From an optimization exercise on the open Yosys and OpenROAD flow, aimed at small area, a short achievable clock period and few clock cycles; shortcuts taken in it are not production practice.
The RTL was checked by simulation tests, not by an equivalence proof against the original design.

Design clover_chain, start of the top module:
module clover_chain (
    input  wire         clk,
    input  wire         rst,           
    input  wire         clear,         
    input  wire         start,         
    output wire         ready,
    input  wire [15:0]  in_y,          
    input  wire [15:0]  in_r,          
    input  wire [15:0]  in_f,          
    input  wire [15:0]  in_cout,       
    input  wire         in_fb,         
    input  wire         in_preload,    
    input  wire [2:0]   in_hstage,     
    input  wire         in_slewing,    
    input  wire         in_clamp_pos,  
    input  wire         in_clamp_neg,  
    output wire [2:0]   cfg_sel,       
    input  wire [15:0]  cfg_op,        
    input  wire [255:0] cfg_par,       
    output reg          done,
    output reg  [15:0]  out_b,         
    output reg  [3:0]   out_sat        
);
Settings: LEC_CHECK=0, ABC_AREA=1, CAP_MARGIN=50, CORE_MARGIN=2, CORE_UTILIZATION=40, SLEW_MARGIN=50; clock period 70.0 ns.
run.sh (not shown) runs the stock make flow with config.mk's settings and CLKGATE_MAP_FILE= SYNTH_SCRIPT=/design/flow/synth_recipe.tcl, a recipe that flattens the netlist after the stock synthesis.
Testbench counts at the start, summed over its fixed seeds: cycles 49,400.
Edit:
--- a/flow/design.v
+++ b/flow/design.v
@@ -121,20 +121,21 @@
         lq1 = 16'd0;
         lq2 = 16'd0;
         for (lj = 0; lj < 16; lj = lj + 1) begin
             if (lj > 0)  lq0 = lq0 | ({16{ln == lj}} & c_par[16*lj-16 +: 16]);
             lq1 = lq1 | ({16{ln == lj}} & c_par[16*lj +: 16]);
             if (lj < 15) lq2 = lq2 | ({16{ln == lj}} & c_par[16*lj+16 +: 16]);
         end
     end
     wire [15:0] lp1 = lb ? lq0 : lq1;                  
-    wire [16:0] lda = {lq1[15], lq1} - {lq0[15], lq0};
-    wire [16:0] ldb = {lq2[15], lq2} - {lq1[15], lq1};
+    wire [16:0] lda, ldb;
+    cc_add #(.N(17)) u_lda (.a({lq1[15], lq1}), .b(~{lq0[15], lq0}), .ci(1'b1), .s(lda));
+    cc_add #(.N(17)) u_ldb (.a({lq2[15], lq2}), .b(~{lq1[15], lq1}), .ci(1'b1), .s(ldb));
     wire [16:0] ldp = lb ? lda : ldb;                  
     wire signed [15:0] xp = pid_pre ? h_x : x;
     wire [16:0] m2m = is_sum ? {z[15], z} : !pid_pre ? {x[15], x} :
                       m2pre ? {ring[0][15], ring[0][15:0]} : 17'd0;
     wire [8*43-1:0] m2r;
     wire [42:0]     m2k;
     cc_booth #(.CW(16), .MW(17), .OW(43), .SH(0)) u_m2 (
         .c(m2c), .m(m2m), .neg(1'b0), .rows(m2r), .corr(m2k));
     wire [39:0] r0a = ring[0][95:56];
@@ -558,9 +559,35 @@
     assign s = lv[L][W-1:0];
     generate
         if (rows_at(L) > 1) begin : two
             assign c = lv[L][2*W-1:W];
         end else begin : one
             assign c = {W{1'b0}};
         end
     endgenerate
 endmodule
+module cc_add #(parameter N = 43) (input [N-1:0] a, input [N-1:0] b, input ci, output [N-1:0] s);
+    function integer clog2; input integer v; integer i; begin clog2 = 0; for (i = 1; i < v; i = i * 2) clog2 = clog2 + 1; end endfunction
+    localparam L = clog2(N);
+    wire [N-1:0] g0 = a & b;
+    wire [N-1:0] p0 = a ^ b;
+    wire [N-1:0] gl [0:L];
+    wire [N-1:0] pl [0:L];
+    assign gl[0] = {g0[N-1:1], g0[0] | (p0[0] & ci)};
+    assign pl[0] = p0;
+    genvar l, i;
+    generate
+        for (l = 0; l < L; l = l + 1) begin : lv
+            for (i = 0; i < N; i = i + 1) begin : bt
+                if ((i >> l) & 1) begin : cmb
+                    localparam integer J = ((i >> l) << l) - 1;
+                    assign gl[l+1][i] = gl[l][i] | (pl[l][i] & gl[l][J]);
+                    assign pl[l+1][i] = pl[l][i] & pl[l][J];
+                end else begin : pas
+                    assign gl[l+1][i] = gl[l][i];
+                    assign pl[l+1][i] = pl[l][i];
+                end
+            end
+        end
+    endgenerate
+    assign s = p0 ^ {gl[L][N-2:0], ci};
+endmodule
=> The new run finished with timing, DRC and antenna clean; clock skew goes down by 0.0061 ns; sequential cell count is unchanged; design area goes up by 0.39%; wire length goes down by 1.5%; worst setup slack degrades by 0.057 ns; non-clock buffer count goes down by 3; via count is about the same; register-to-register slack degrades by 0.06 ns; global-route usage goes down by 0.68 points; core utilization stays flat.
Testbench counts after the change, summed over its fixed seeds: cycles 49,400.

==> re-timing with driven ports <==
The results above use ideal ports. As a check the final layouts listed here were re-extracted and re-timed, cells and wires unchanged. Step 1 (the two cells are an assumption about what drives the block):
set clk [get_ports {clk}]
set_driving_cell -lib_cell sky130_fd_sc_hd__clkbuf_16 $clk
set_driving_cell -lib_cell sky130_fd_sc_hd__buf_2 [delete_from_list [all_inputs] $clk]
Step 2 also shifts input and output timing later by t, the mid clock arrival at the registers, as if the neighbouring blocks saw the same clock. a / b / c = ideal / step 1 / step 2; a / b = the first two.
| run | t (ns) | slack for setup (ns) | cell pins on the clock port's net |
|---|---|---|---|
| the first run | 1.032 | 52.259 / 52.259 / 52.259 | 1 |
| the second run | 1.042 | 52.202 / 52.202 / 52.202 | 1 |
After both steps every run listed still meets setup and hold.
